Source: an optimization exercise on an open RTL-to-GDS flow (aim: small area, a short achievable clock period and few clock cycles). Production flows keep margins and buffers that such runs may drop.
Where RTL was checked, it was by simulation tests only, not by an equivalence proof against the original.
Power is estimated from default activity; no workload was simulated.

==> inputs of job 6092 <==
Design fpdivsqrt, start of the top module:
module fpdivsqrt (
    input  wire        clk,
    input  wire        rst_n,
    input  wire        in_valid,
    output wire        in_ready,
    input  wire        in_op,
    input  wire [1:0]  in_rnd,
    input  wire        in_ftz,
    input  wire        in_canon,
    input  wire [31:0] in_a,
    input  wire [31:0] in_b,
    output reg         out_valid,
    output reg  [31:0] out_result,
    output reg  [5:0]  out_flags
);
    function rnd_inc;
        input [1:0] mode;
        input       s, lsb, g, st;
        begin
            case (mode)
                2'd0: rnd_inc = g && (st || lsb);
                2'd1: rnd_inc = 1'b0;
                2'd2: rnd_inc = !s && (g || st);
                default: rnd_inc = s && (g || st);
            endcase
        end
    endfunction
    reg        rdy;
    assign in_ready = rdy;
    always @(posedge clk) rdy <= rst_n;
    wire        i_v = in_valid && rdy;
    wire        i_op = in_op, i_ftz = in_ftz, i_canon = in_canon;
    wire [1:0]  i_rnd = in_rnd;
    wire [31:0] i_a = in_a, i_b = in_b;
    wire        is_sqrt = i_op;
    wire        sa = i_a[31], sb = i_b[31];
    wire [7:0]  ea_f = i_a[30:23], eb_f = i_b[30:23];
    wire [22:0] fa = i_a[22:0], fb = i_b[22:0];
    wire a_nan  = (ea_f == 8'hFF) && (fa != 0);
    wire b_nan  = !is_sqrt && (eb_f == 8'hFF) && (fb != 0);
    wire a_snan = a_nan && !fa[22];
    wire b_snan = b_nan && !fb[22];
    wire a_inf  = (ea_f == 8'hFF) && (fa == 0);
    wire b_inf  = (eb_f == 8'hFF) && (fb == 0);
    wire a_sub  = (ea_f == 8'h00) && (fa != 0);
    wire b_sub  = !is_sqrt && (eb_f == 8'h00) && (fb != 0);
    wire a_zero = (ea_f == 8'h00) && ((fa == 0) || i_ftz);
    wire b_zero = (eb_f == 8'h00) && ((fb == 0) || i_ftz);
    wire den_in = i_ftz && (a_sub || b_sub);
    wire [23:0] ma = (ea_f == 0) ? {1'b0, fa} : {1'b1, fa};
    wire [23:0] mb = (eb_f == 0) ? {1'b0, fb} : {1'b1, fb};
    wire [7:0]  ea_e = (ea_f == 0) ? 8'd1 : ea_f;
    wire [7:0]  eb_e = (eb_f == 0) ? 8'd1 : eb_f;
    reg [4:0] lza, lzb;
    integer i;
    always @(*) begin
        lza = 5'd0;
        lzb = 5'd0;
        for (i = 0; i < 24; i = i + 1) begin
  ...
clock: 10.0 ns
lec_check: 0
cap_margin: 50
core_margin: 2
core_utilization: 40
slew_margin: 70
tns_end_percent: 100
standard.sh (not shown) runs the stock make flow with config.mk's settings and CLKGATE_MAP_FILE= SYNTH_SCRIPT=/design/flow/synth_recipe.tcl, a recipe that flattens the netlist after the stock synthesis.
==> flow/flow/run.sh <==
#!/bin/bash
set -euo pipefail
bash standard.sh SETUP_SLACK_MARGIN=6.5 > standard.log 2>&1
==> job 9171: changes against job 6092 <==
--- a/flow/design.v
+++ b/flow/design.v
@@ -58,57 +58,60 @@
         lzb = 5'd0;
         for (i = 0; i < 24; i = i + 1) begin
             if (ma[i]) lza = 5'd23 - i[4:0];
             if (mb[i]) lzb = 5'd23 - i[4:0];
         end
     end
-    wire       q_sign = is_sqrt ? sa : (sa ^ sb);
-    reg        sp_sel, sp_inv, sp_dz, sp_sgn, sp_pb, sp_pz;
+    reg        sp_sel, sp_inv, sp_dz, sp_pb, sp_pz;
+    reg [1:0]  sp_ss;
     reg [1:0]  sp_kind;
     always @(*) begin
         sp_sel  = 1'b1;
         sp_inv  = 1'b0;
         sp_dz   = 1'b0;
         sp_kind = 2'd0;
-        sp_sgn  = q_sign;
+        sp_ss   = is_sqrt ? 2'd1 : 2'd3;
         sp_pb   = 1'b0;
         sp_pz   = 1'b1;
         if (a_nan || b_nan) begin
             sp_kind = 2'd2;
-            sp_sgn  = i_canon ? 1'b0 : (a_nan ? sa : sb);
+            sp_ss   = i_canon ? 2'd0 : (a_nan ? 2'd1 : 2'd2);
             sp_pb   = !a_nan;
             sp_pz   = i_canon;
             sp_inv  = a_snan || b_snan;
         end else if (is_sqrt) begin
             if (a_zero)      sp_kind = 2'd0;
-            else if (sa)     begin sp_kind = 2'd2; sp_sgn = 1'b0; sp_inv = 1'b1; end
+            else if (sa)     begin sp_kind = 2'd2; sp_ss = 2'd0; sp_inv = 1'b1; end
             else if (a_inf)  sp_kind = 2'd1;
             else             sp_sel = 1'b0;
         end else begin
             if ((a_inf && b_inf) || (a_zero && b_zero)) begin
-                sp_kind = 2'd2; sp_sgn = 1'b0; sp_inv = 1'b1;
+                sp_kind = 2'd2; sp_ss = 2'd0; sp_inv = 1'b1;
             end else if (a_inf)         sp_kind = 2'd1;
             else if (b_inf || a_zero)   sp_kind = 2'd0;
             else if (b_zero) begin
                 sp_kind = 2'd1; sp_dz = 1'b1;
             end else                    sp_sel = 1'b0;
         end
     end
-    reg        c_v, c_op, c_ftz, c_sel, c_sgn, c_pb, c_pz, c_den, c_dz, c_inv;
+    reg        c_v, c_op, c_ftz, c_sel, c_sa, c_sb, c_pb, c_pz, c_den, c_dz, c_inv;
+    reg [1:0]  c_ss;
     reg [1:0]  c_rnd, c_kind;
     reg [4:0]  c_lza, c_lzb;
     reg [7:0]  c_ea;
     reg [8:0]  c_ed;
     reg [23:0] c_ma, c_mb;
     always @(posedge clk) begin
         c_v    <= rst_n && i_v;
         c_op   <= i_op;
         c_rnd  <= i_rnd;
         c_ftz  <= i_ftz;
         c_sel  <= sp_sel;
-        c_sgn  <= sp_sgn;
+        c_ss   <= sp_ss;
+        c_sa   <= sa;
+        c_sb   <= sb;
         c_pb   <= sp_pb;
         c_pz   <= sp_pz;
         c_kind <= sp_kind;
         c_den  <= den_in;
         c_dz   <= sp_dz;
         c_inv  <= sp_inv;
@@ -133,13 +136,13 @@
     always @(posedge clk) begin
         p_v   <= rst_n && c_v;
         p_op  <= c_op;
         p_rnd <= c_rnd;
         p_ftz <= c_ftz;
         p_sel <= c_sel;
-        p_sgn <= c_sgn;
+        p_sgn <= (c_ss[0] & c_sa) ^ (c_ss[1] & c_sb);
         p_odd <= xa[0];
         p_e   <= c_sel ? {5'd0, c_kind, c_den, c_dz, c_inv} : xq[9:0];
         p_na  <= na[22:0];
         p_d   <= c_sel ? {1'b0, pay} : nb[22:0];
     end
     wire [24:0] s_d1   = {1'b0, 1'b1, p_na} - {1'b0, 1'b1, p_d};    
@@ -171,14 +174,14 @@
     wire [27:0] t1 = t1x[28:1];
     wire        b1 = !t1[27];
     wire [25:0] r2 = b1 ? t1[25:0] : {s0_r[24:0], 1'b0};
     wire [25:0] nfr2 = s0_nfr & ~{1'd0, s0_sq & b1, 24'd0};
     reg        s1_v, s1_sq, s1_ftz, s1_sel, s1_sgn;
     reg [1:0]  s1_rnd;
-    reg [8:0]  s1_e;
     reg [25:0] s1_nfr;
+    reg [8:0]  s1_e;
     reg [25:0] s1_r;
     reg [0:0] s1_q;
     always @(posedge clk) begin
         s1_v   <= rst_n && s0_v;
         s1_sq <= s0_sq;
         s1_rnd <= s0_rnd;
@@ -195,14 +198,14 @@
     wire [27:0] t2 = t2x[28:1];
     wire        b2 = !t2[27];
     wire [25:0] r3 = b2 ? t2[25:0] : {s1_r[24:0], 1'b0};
     wire [25:0] nfr3 = s1_nfr & ~{2'd0, s1_sq & b2, 23'd0};
     reg        s2_v, s2_sq, s2_ftz, s2_sel, s2_sgn;
     reg [1:0]  s2_rnd;
-    reg [8:0]  s2_e;
     reg [25:0] s2_nfr;
+    reg [8:0]  s2_e;
     reg [25:0] s2_r;
     reg [1:0] s2_q;
     always @(posedge clk) begin
         s2_v   <= rst_n && s1_v;
         s2_sq <= s1_sq;
         s2_rnd <= s1_rnd;
@@ -219,14 +222,14 @@
     wire [27:0] t3 = t3x[28:1];
     wire        b3 = !t3[27];
     wire [25:0] r4 = b3 ? t3[25:0] : {s2_r[24:0], 1'b0};
     wire [25:0] nfr4 = s2_nfr & ~{3'd0, s2_sq & b3, 22'd0};
     reg        s3_v, s3_sq, s3_ftz, s3_sel, s3_sgn;
     reg [1:0]  s3_rnd;
-    reg [8:0]  s3_e;
     reg [25:0] s3_nfr;
+    reg [8:0]  s3_e;
     reg [25:0] s3_r;
     reg [2:0] s3_q;
     always @(posedge clk) begin
         s3_v   <= rst_n && s2_v;
         s3_sq <= s2_sq;
         s3_rnd <= s2_rnd;
@@ -243,14 +246,14 @@
     wire [27:0] t4 = t4x[28:1];
     wire        b4 = !t4[27];
     wire [25:0] r5 = b4 ? t4[25:0] : {s3_r[24:0], 1'b0};
     wire [25:0] nfr5 = s3_nfr & ~{4'd0, s3_sq & b4, 21'd0};
     reg        s4_v, s4_sq, s4_ftz, s4_sel, s4_sgn;
     reg [1:0]  s4_rnd;
-    reg [8:0]  s4_e;
     reg [25:0] s4_nfr;
+    reg [8:0]  s4_e;
     reg [25:0] s4_r;
     reg [3:0] s4_q;
     always @(posedge clk) begin
         s4_v   <= rst_n && s3_v;
         s4_sq <= s3_sq;
         s4_rnd <= s3_rnd;
@@ -267,14 +270,14 @@
     wire [27:0] t5 = t5x[28:1];
     wire        b5 = !t5[27];
     wire [25:0] r6 = b5 ? t5[25:0] : {s4_r[24:0], 1'b0};
     wire [25:0] nfr6 = s4_nfr & ~{5'd0, s4_sq & b5, 20'd0};
     reg        s5_v, s5_sq, s5_ftz, s5_sel, s5_sgn;
     reg [1:0]  s5_rnd;
-    reg [8:0]  s5_e;
     reg [25:0] s5_nfr;
+    reg [8:0]  s5_e;
     reg [25:0] s5_r;
     reg [4:0] s5_q;
     always @(posedge clk) begin
         s5_v   <= rst_n && s4_v;
         s5_sq <= s4_sq;
         s5_rnd <= s4_rnd;
@@ -291,14 +294,14 @@
     wire [27:0] t6 = t6x[28:1];
     wire        b6 = !t6[27];
     wire [25:0] r7 = b6 ? t6[25:0] : {s5_r[24:0], 1'b0};
     wire [25:0] nfr7 = s5_nfr & ~{6'd0, s5_sq & b6, 19'd0};
     reg        s6_v, s6_sq, s6_ftz, s6_sel, s6_sgn;
     reg [1:0]  s6_rnd;
-    reg [8:0]  s6_e;
     reg [25:0] s6_nfr;
+    reg [8:0]  s6_e;
     reg [25:0] s6_r;
     reg [5:0] s6_q;
     always @(posedge clk) begin
         s6_v   <= rst_n && s5_v;
         s6_sq <= s5_sq;
         s6_rnd <= s5_rnd;
@@ -315,14 +318,14 @@
     wire [27:0] t7 = t7x[28:1];
     wire        b7 = !t7[27];
     wire [25:0] r8 = b7 ? t7[25:0] : {s6_r[24:0], 1'b0};
     wire [25:0] nfr8 = s6_nfr & ~{7'd0, s6_sq & b7, 18'd0};
     reg        s7_v, s7_sq, s7_ftz, s7_sel, s7_sgn;
     reg [1:0]  s7_rnd;
-    reg [8:0]  s7_e;
     reg [25:0] s7_nfr;
+    reg [8:0]  s7_e;
     reg [25:0] s7_r;
     reg [6:0] s7_q;
     always @(posedge clk) begin
         s7_v   <= rst_n && s6_v;
         s7_sq <= s6_sq;
         s7_rnd <= s6_rnd;
@@ -339,14 +342,14 @@
     wire [27:0] t8 = t8x[28:1];
     wire        b8 = !t8[27];
     wire [25:0] r9 = b8 ? t8[25:0] : {s7_r[24:0], 1'b0};
     wire [25:0] nfr9 = s7_nfr & ~{8'd0, s7_sq & b8, 17'd0};
     reg        s8_v, s8_sq, s8_ftz, s8_sel, s8_sgn;
     reg [1:0]  s8_rnd;
-    reg [8:0]  s8_e;
     reg [25:0] s8_nfr;
+    reg [8:0]  s8_e;
     reg [25:0] s8_r;
     reg [7:0] s8_q;
     always @(posedge clk) begin
         s8_v   <= rst_n && s7_v;
         s8_sq <= s7_sq;
         s8_rnd <= s7_rnd;
@@ -363,14 +366,14 @@
     wire [27:0] t9 = t9x[28:1];
     wire        b9 = !t9[27];
     wire [25:0] r10 = b9 ? t9[25:0] : {s8_r[24:0], 1'b0};
     wire [25:0] nfr10 = s8_nfr & ~{9'd0, s8_sq & b9, 16'd0};
     reg        s9_v, s9_sq, s9_ftz, s9_sel, s9_sgn;
     reg [1:0]  s9_rnd;
-    reg [8:0]  s9_e;
     reg [25:0] s9_nfr;
+    reg [8:0]  s9_e;
     reg [25:0] s9_r;
     reg [8:0] s9_q;
     always @(posedge clk) begin
         s9_v   <= rst_n && s8_v;
         s9_sq <= s8_sq;
         s9_rnd <= s8_rnd;
@@ -387,14 +390,14 @@
     wire [27:0] t10 = t10x[28:1];
     wire        b10 = !t10[27];
     wire [25:0] r11 = b10 ? t10[25:0] : {s9_r[24:0], 1'b0};
     wire [25:0] nfr11 = s9_nfr & ~{10'd0, s9_sq & b10, 15'd0};
     reg        s10_v, s10_sq, s10_ftz, s10_sel, s10_sgn;
     reg [1:0]  s10_rnd;
-    reg [8:0]  s10_e;
     reg [25:0] s10_nfr;
+    reg [8:0]  s10_e;
     reg [25:0] s10_r;
     reg [9:0] s10_q;
     always @(posedge clk) begin
         s10_v   <= rst_n && s9_v;
         s10_sq <= s9_sq;
         s10_rnd <= s9_rnd;
@@ -411,14 +414,14 @@
     wire [27:0] t11 = t11x[28:1];
     wire        b11 = !t11[27];
     wire [25:0] r12 = b11 ? t11[25:0] : {s10_r[24:0], 1'b0};
     wire [25:0] nfr12 = s10_nfr & ~{11'd0, s10_sq & b11, 14'd0};
     reg        s11_v, s11_sq, s11_ftz, s11_sel, s11_sgn;
     reg [1:0]  s11_rnd;
-    reg [8:0]  s11_e;
     reg [25:0] s11_nfr;
+    reg [8:0]  s11_e;
     reg [25:0] s11_r;
     reg [10:0] s11_q;
     always @(posedge clk) begin
         s11_v   <= rst_n && s10_v;
         s11_sq <= s10_sq;
         s11_rnd <= s10_rnd;
@@ -435,14 +438,14 @@
     wire [27:0] t12 = t12x[28:1];
     wire        b12 = !t12[27];
     wire [25:0] r13 = b12 ? t12[25:0] : {s11_r[24:0], 1'b0};
     wire [25:0] nfr13 = s11_nfr & ~{12'd0, s11_sq & b12, 13'd0};
     reg        s12_v, s12_sq, s12_ftz, s12_sel, s12_sgn;
     reg [1:0]  s12_rnd;
-    reg [8:0]  s12_e;
     reg [25:0] s12_nfr;
+    reg [8:0]  s12_e;
     reg [25:0] s12_r;
     reg [11:0] s12_q;
     always @(posedge clk) begin
         s12_v   <= rst_n && s11_v;
         s12_sq <= s11_sq;
         s12_rnd <= s11_rnd;
@@ -459,14 +462,14 @@
     wire [27:0] t13 = t13x[28:1];
     wire        b13 = !t13[27];
     wire [25:0] r14 = b13 ? t13[25:0] : {s12_r[24:0], 1'b0};
     wire [25:0] nfr14 = s12_nfr & ~{13'd0, s12_sq & b13, 12'd0};
     reg        s13_v, s13_sq, s13_ftz, s13_sel, s13_sgn;
     reg [1:0]  s13_rnd;
-    reg [8:0]  s13_e;
     reg [25:0] s13_nfr;
+    reg [8:0]  s13_e;
     reg [25:0] s13_r;
     reg [12:0] s13_q;
     always @(posedge clk) begin
         s13_v   <= rst_n && s12_v;
         s13_sq <= s12_sq;
         s13_rnd <= s12_rnd;
@@ -483,14 +486,14 @@
     wire [27:0] t14 = t14x[28:1];
     wire        b14 = !t14[27];
     wire [25:0] r15 = b14 ? t14[25:0] : {s13_r[24:0], 1'b0};
     wire [25:0] nfr15 = s13_nfr & ~{14'd0, s13_sq & b14, 11'd0};
     reg        s14_v, s14_sq, s14_ftz, s14_sel, s14_sgn;
     reg [1:0]  s14_rnd;
-    reg [8:0]  s14_e;
     reg [25:0] s14_nfr;
+    reg [8:0]  s14_e;
     reg [25:0] s14_r;
     reg [13:0] s14_q;
     always @(posedge clk) begin
         s14_v   <= rst_n && s13_v;
         s14_sq <= s13_sq;
         s14_rnd <= s13_rnd;
@@ -507,14 +510,14 @@
     wire [27:0] t15 = t15x[28:1];
     wire        b15 = !t15[27];
     wire [25:0] r16 = b15 ? t15[25:0] : {s14_r[24:0], 1'b0};
     wire [25:0] nfr16 = s14_nfr & ~{15'd0, s14_sq & b15, 10'd0};
     reg        s15_v, s15_sq, s15_ftz, s15_sel, s15_sgn;
     reg [1:0]  s15_rnd;
-    reg [8:0]  s15_e;
     reg [25:0] s15_nfr;
+    reg [8:0]  s15_e;
     reg [25:0] s15_r;
     reg [14:0] s15_q;
     always @(posedge clk) begin
         s15_v   <= rst_n && s14_v;
         s15_sq <= s14_sq;
         s15_rnd <= s14_rnd;
@@ -531,14 +534,14 @@
     wire [27:0] t16 = t16x[28:1];
     wire        b16 = !t16[27];
     wire [25:0] r17 = b16 ? t16[25:0] : {s15_r[24:0], 1'b0};
     wire [25:0] nfr17 = s15_nfr & ~{16'd0, s15_sq & b16, 9'd0};
     reg        s16_v, s16_sq, s16_ftz, s16_sel, s16_sgn;
     reg [1:0]  s16_rnd;
-    reg [8:0]  s16_e;
     reg [25:0] s16_nfr;
+    reg [8:0]  s16_e;
     reg [25:0] s16_r;
     reg [15:0] s16_q;
     always @(posedge clk) begin
         s16_v   <= rst_n && s15_v;
         s16_sq <= s15_sq;
         s16_rnd <= s15_rnd;
@@ -555,14 +558,14 @@
     wire [27:0] t17 = t17x[28:1];
     wire        b17 = !t17[27];
     wire [25:0] r18 = b17 ? t17[25:0] : {s16_r[24:0], 1'b0};
     wire [25:0] nfr18 = s16_nfr & ~{17'd0, s16_sq & b17, 8'd0};
     reg        s17_v, s17_sq, s17_ftz, s17_sel, s17_sgn;
     reg [1:0]  s17_rnd;
-    reg [8:0]  s17_e;
     reg [25:0] s17_nfr;
+    reg [8:0]  s17_e;
     reg [25:0] s17_r;
     reg [16:0] s17_q;
     always @(posedge clk) begin
         s17_v   <= rst_n && s16_v;
         s17_sq <= s16_sq;
         s17_rnd <= s16_rnd;
@@ -579,14 +582,14 @@
     wire [27:0] t18 = t18x[28:1];
     wire        b18 = !t18[27];
     wire [25:0] r19 = b18 ? t18[25:0] : {s17_r[24:0], 1'b0};
     wire [25:0] nfr19 = s17_nfr & ~{18'd0, s17_sq & b18, 7'd0};
     reg        s18_v, s18_sq, s18_ftz, s18_sel, s18_sgn;
     reg [1:0]  s18_rnd;
-    reg [8:0]  s18_e;
     reg [25:0] s18_nfr;
+    reg [8:0]  s18_e;
     reg [25:0] s18_r;
     reg [17:0] s18_q;
     always @(posedge clk) begin
         s18_v   <= rst_n && s17_v;
         s18_sq <= s17_sq;
         s18_rnd <= s17_rnd;
@@ -603,14 +606,14 @@
     wire [27:0] t19 = t19x[28:1];
     wire        b19 = !t19[27];
     wire [25:0] r20 = b19 ? t19[25:0] : {s18_r[24:0], 1'b0};
     wire [25:0] nfr20 = s18_nfr & ~{19'd0, s18_sq & b19, 6'd0};
     reg        s19_v, s19_sq, s19_ftz, s19_sel, s19_sgn;
     reg [1:0]  s19_rnd;
-    reg [8:0]  s19_e;
     reg [25:0] s19_nfr;
+    reg [8:0]  s19_e;
     reg [25:0] s19_r;
     reg [18:0] s19_q;
     always @(posedge clk) begin
         s19_v   <= rst_n && s18_v;
         s19_sq <= s18_sq;
         s19_rnd <= s18_rnd;
@@ -627,14 +630,14 @@
     wire [27:0] t20 = t20x[28:1];
     wire        b20 = !t20[27];
     wire [25:0] r21 = b20 ? t20[25:0] : {s19_r[24:0], 1'b0};
     wire [25:0] nfr21 = s19_nfr & ~{20'd0, s19_sq & b20, 5'd0};
     reg        s20_v, s20_sq, s20_ftz, s20_sel, s20_sgn;
     reg [1:0]  s20_rnd;
-    reg [8:0]  s20_e;
     reg [25:0] s20_nfr;
+    reg [8:0]  s20_e;
     reg [25:0] s20_r;
     reg [19:0] s20_q;
     always @(posedge clk) begin
         s20_v   <= rst_n && s19_v;
         s20_sq <= s19_sq;
         s20_rnd <= s19_rnd;
@@ -651,14 +654,14 @@
     wire [27:0] t21 = t21x[28:1];
     wire        b21 = !t21[27];
     wire [25:0] r22 = b21 ? t21[25:0] : {s20_r[24:0], 1'b0};
     wire [25:0] nfr22 = s20_nfr & ~{21'd0, s20_sq & b21, 4'd0};
     reg        s21_v, s21_sq, s21_ftz, s21_sel, s21_sgn;
     reg [1:0]  s21_rnd;
-    reg [8:0]  s21_e;
     reg [25:0] s21_nfr;
+    reg [8:0]  s21_e;
     reg [25:0] s21_r;
     reg [20:0] s21_q;
     always @(posedge clk) begin
         s21_v   <= rst_n && s20_v;
         s21_sq <= s20_sq;
         s21_rnd <= s20_rnd;
@@ -675,14 +678,14 @@
     wire [27:0] t22 = t22x[28:1];
     wire        b22 = !t22[27];
     wire [25:0] r23 = b22 ? t22[25:0] : {s21_r[24:0], 1'b0};
     wire [25:0] nfr23 = s21_nfr & ~{22'd0, s21_sq & b22, 3'd0};
     reg        s22_v, s22_sq, s22_ftz, s22_sel, s22_sgn;
     reg [1:0]  s22_rnd;
-    reg [8:0]  s22_e;
     reg [25:0] s22_nfr;
+    reg [8:0]  s22_e;
     reg [25:0] s22_r;
     reg [21:0] s22_q;
     always @(posedge clk) begin
         s22_v   <= rst_n && s21_v;
         s22_sq <= s21_sq;
         s22_rnd <= s21_rnd;
@@ -699,14 +702,14 @@
     wire [27:0] t23 = t23x[28:1];
     wire        b23 = !t23[27];
     wire [25:0] r24 = b23 ? t23[25:0] : {s22_r[24:0], 1'b0};
     wire [25:0] nfr24 = s22_nfr & ~{23'd0, s22_sq & b23, 2'd0};
     reg        s23_v, s23_sq, s23_ftz, s23_sel, s23_sgn;
     reg [1:0]  s23_rnd;
-    reg [8:0]  s23_e;
     reg [25:0] s23_nfr;
+    reg [8:0]  s23_e;
     reg [25:0] s23_r;
     reg [22:0] s23_q;
     always @(posedge clk) begin
         s23_v   <= rst_n && s22_v;
         s23_sq <= s22_sq;
         s23_rnd <= s22_rnd;
@@ -715,90 +718,50 @@
         s23_sgn <= s22_sgn;
         s23_e <= s22_e;
         s23_nfr <= nfr24;
         s23_r <= r24;
         s23_q <= {s22_q, b23};
     end
-    wire [25:0] nf24 = s23_nfr & ~{25'd0, s23_sq};
-    wire [28:0] t24x = {1'b0, s23_r, 1'b0, 1'b1} + {2'b11, nf24, 1'b1};
-    wire [27:0] t24 = t24x[28:1];
-    wire        b24 = !t24[27];
-    wire        stk25 = b24 ? (t24[25:0] != 26'd0) : (s23_r != 26'd0);
-    wire [25:0] r25 = b24 ? t24[25:0] : {s23_r[24:0], 1'b0};
-    wire [25:0] nfr25 = s23_nfr & ~{24'd0, s23_sq & b24, 1'd0};
-    reg        s24_v, s24_sq, s24_ftz, s24_sel, s24_sgn;
-    reg [1:0]  s24_rnd;
-    reg [8:0]  s24_e;
-    reg [25:0] s24_nfr;
-    reg        s24_stk;
-    reg [23:0] s24_q;
-    always @(posedge clk) begin
-        s24_v   <= rst_n && s23_v;
-        s24_sq <= s23_sq;
-        s24_rnd <= s23_rnd;
-        s24_ftz <= s23_ftz;
-        s24_sel <= s23_sel;
-        s24_sgn <= s23_sgn;
-        s24_e <= s23_e;
-        s24_nfr <= nfr25;
-        s24_stk <= stk25;
-        s24_q <= {s23_q, b24};
-    end
-    wire        m_stk   = s24_stk;
-    wire signed [12:0] e_unb = {{4{s24_e[8]}}, s24_e};
+    wire [25:0] nf24    = s23_nfr & ~{25'd0, s23_sq};
+    wire [28:0] t24x    = {1'b0, s23_r, 1'b0, 1'b1} + {2'b11, nf24, 1'b1};
+    wire        g24     = !t24x[28];     
+    wire        stk     = g24 ? ({s23_r, 1'b0} != {1'b0, ~nf24}) : (s23_r != 26'd0);
+    wire signed [12:0] e_unb = {{4{s23_e[8]}}, s23_e};
     wire        m_sub   = (e_unb < -13'sd126);
+    wire        m_m127  = (e_unb == -13'sd127);
     wire signed [12:0] dsh_raw = -13'sd126 - e_unb;
     wire [4:0]  m_dsh   = (dsh_raw > 13'sd26) ? 5'd26 : dsh_raw[4:0];
     wire [12:0] e_bias  = e_unb + 13'sd127;
-    reg        m_v, m_ftz, m_sel, m_sgn, m_stkr, m_subr, m_m127, m_ones;
-    reg [1:0]  m_rnd;
-    reg [4:0]  m_dshr;
-    reg [8:0]  m_eb;
-    reg [23:0] m_q;
-    always @(posedge clk) begin
-        m_v    <= rst_n && s24_v;
-        m_ftz  <= s24_ftz;
-        m_rnd  <= s24_rnd;
-        m_sel  <= s24_sel;
-        m_sgn  <= s24_sgn;
-        m_stkr <= m_stk;
-        m_subr <= m_sub;
-        m_m127 <= (e_unb == -13'sd127);
-        m_ones <= (s24_q[23:1] == 23'h7F_FFFF);
-        m_dshr <= m_dsh;
-        m_eb   <= s24_sel ? {6'd0, s24_e[2:0]} : e_bias[8:0];
-        m_q    <= s24_sel ? {s24_e[4:3], ~s24_nfr[23:2]} : s24_q;
-    end
-    wire [23:0] n_mant  = {1'b1, m_q[23:1]};
-    wire        n_guard = m_q[0];
-    wire        inc24   = rnd_inc(m_rnd, m_sgn, n_mant[0], n_guard, m_stkr);
-    wire        carry24 = inc24 && m_ones;
-    wire        tiny    = m_subr && !(m_m127 && carry24);
-    wire [51:0] dext    = {n_mant, n_guard, m_stkr, 26'd0} >> m_dshr;
-    wire [23:0] d_mant  = dext[51:28];
-    wire        d_guard = dext[27];
-    wire        d_stk   = |dext[26:0];
+    wire [23:0] n_mant  = {1'b1, s23_q};
+    wire        n_ones  = (s23_q == 23'h7F_FFFF);
+    wire        inc24   = rnd_inc(s23_rnd, s23_sgn, n_mant[0], g24, stk);
+    wire        carry24 = inc24 && n_ones;
+    wire        tiny    = m_sub && !(m_m127 && carry24);
+    wire [51:0] dm      = {n_mant, 28'd0} >> m_dsh;
+    wire [23:0] d_mant  = dm[51:28];
+    wire        d_guard = (m_dsh == 5'd0) ? g24 : dm[27];
+    wire        d_stk   = (dm[26:0] != 27'd0) || stk || ((m_dsh != 5'd0) && g24);
     reg        u_v, u_ftz, u_sel, u_sgn, u_tiny, u_sub, u_guard, u_stk, u_ovf0, u_ovf1, u_ones;
     reg [1:0]  u_rnd;
     reg [7:0]  u_eb;
     reg [23:0] u_mant;
     always @(posedge clk) begin
-        u_v     <= rst_n && m_v;
-        u_ftz   <= m_ftz;
-        u_rnd   <= m_rnd;
-        u_sel   <= m_sel;
-        u_sgn   <= m_sgn;
+        u_v     <= rst_n && s23_v;
+        u_ftz   <= s23_ftz;
+        u_rnd   <= s23_rnd;
+        u_sel   <= s23_sel;
+        u_sgn   <= s23_sgn;
         u_tiny  <= tiny;
-        u_sub   <= m_subr;
-        u_guard <= m_subr ? d_guard : n_guard;
-        u_stk   <= m_subr ? d_stk   : m_stkr;
-        u_mant  <= m_sel ? m_q : (m_subr ? d_mant : n_mant);
-        u_eb    <= m_eb[7:0];
-        u_ovf0  <= (m_eb >= 9'd255);
-        u_ovf1  <= (m_eb >= 9'd254);
-        u_ones  <= m_ones && !m_subr;    
+        u_sub   <= m_sub;
+        u_guard <= m_sub ? d_guard : g24;
+        u_stk   <= m_sub ? d_stk   : stk;
+        u_mant  <= s23_sel ? {s23_e[4:3], ~s23_nfr[23:2]} : (m_sub ? d_mant : n_mant);
+        u_eb    <= s23_sel ? {5'd0, s23_e[2:0]} : e_bias[7:0];
+        u_ovf0  <= (e_bias[8:0] >= 9'd255);
+        u_ovf1  <= (e_bias[8:0] >= 9'd254);
+        u_ones  <= n_ones && !m_sub;    
     end
     wire         inexact = u_guard || u_stk;
     wire         inc     = rnd_inc(u_rnd, u_sgn, u_mant[0], u_guard, u_stk);
     wire [24:0]  m_inc   = {1'b0, u_mant} + 25'd1;
     wire [24:0]  r_mant  = inc ? m_inc : {1'b0, u_mant};
     wire         cy      = inc && u_ones;    
==> flow/flow/run.sh (replaced) <==
#!/bin/bash
set -euo pipefail
bash standard.sh SETUP_SLACK_MARGIN=6.6 "BUFFER_PORTS_ARGS=-buffer_cell sky130_fd_sc_hd__buf_4" > standard.log 2>&1
- CTS_CLUSTER_DIAMETER: not set -> 100
- CTS_CLUSTER_SIZE: not set -> 30
==> job 705: changes against job 6092 <==
- CTS_CLUSTER_DIAMETER: not set -> 100
- CTS_CLUSTER_SIZE: not set -> 30
==> qor summary <==
metric                                                            job 6092    job 9171        job 705
Run status                                no timing/DRC/antenna violations  no timing/DRC/antenna violations  no timing/DRC/antenna violations
# clk buffers                                                          313          87             95
Length of routed met3 wiring                                       7040 um     5420 um        5600 um
Site Rows                                                              168         165            168
Sink count of the clock tree                                          2137        2030           2137
Initial Util                                                         0.403       0.403          0.403
Clock network share of area                                         0.0788      0.0259         0.0284
Int Power                                                          24.5 mW     22.5 mW        21.4 mW
Via count of the first global-routing pass                           58.5k       56.8k          57.0k
Share of final layout cell area taken by non-clock buffers          0.0240      0.0493         0.0275
Startpoint types                                                 flip-flop   flip-flop  primary input
Post-synthesis share of cell area spent on xor and xnor gates       0.0522      0.0533         0.0522
Wire length of the first global-routing pass                     299000 um   298000 um      293000 um
Switching Share                                                      0.376       0.399          0.398
Number of setup buffers added after CTS                                 12         112             15
Final non-filler cell area                                      0.0988 mm2  0.0947 mm2     0.0940 mm2
Post-CTS sizing                                                        160         373            123
Crit. End Element                                              output port   flip-flop      flip-flop
Via count normalized by instance count                                5.09        5.21           5.13
Detailed Route WL                                                186000 um   191000 um      184000 um
Combinational fraction of design power                               0.449       0.551          0.505
Total clock buffers created by CTS                                     216          82             88
Total placed cells including tap cells                               11.2k       10.7k          11.2k
Testbench counts of job 6092, summed over its fixed seeds: cycles 5,032.
Testbench counts of job 705, summed over its fixed seeds: cycles 5,032.
Only the layout flow was run in job 9171; the RTL was not checked for function there.

## separate check: timing with driven ports
Ports are ideal in the flow. The routed layouts listed here were re-timed in OpenROAD.
Step 1: set_driving_cell puts a clkbuf_16 on clk and a buf_2 on each other input, an assumption about the parent block.
Step 2 also shifts input and output timing later by t, the mid clock arrival at the registers, as if the neighbouring blocks saw the same clock.
Slacks: ideal ports / drivers / drivers and shift; pairs: ideal ports / drivers.
run	shift t [ns]	setup WS [ns]	latest minus earliest clock arrival (ns)
job 6092	0.917	6.584 / 6.497 / 5.780	0.084 / 0.083
job 9171	0.840	6.294 / 6.294 / 5.899	0.063 / 0.063
job 705	0.837	6.607 / 6.535 / 5.835	0.056 / 0.056
After both steps setup and hold are still met in every run listed. For job 6092, which loses most, drivers alone change the setup slack by -0.087 ns; drivers and shift together by -0.804 ns.
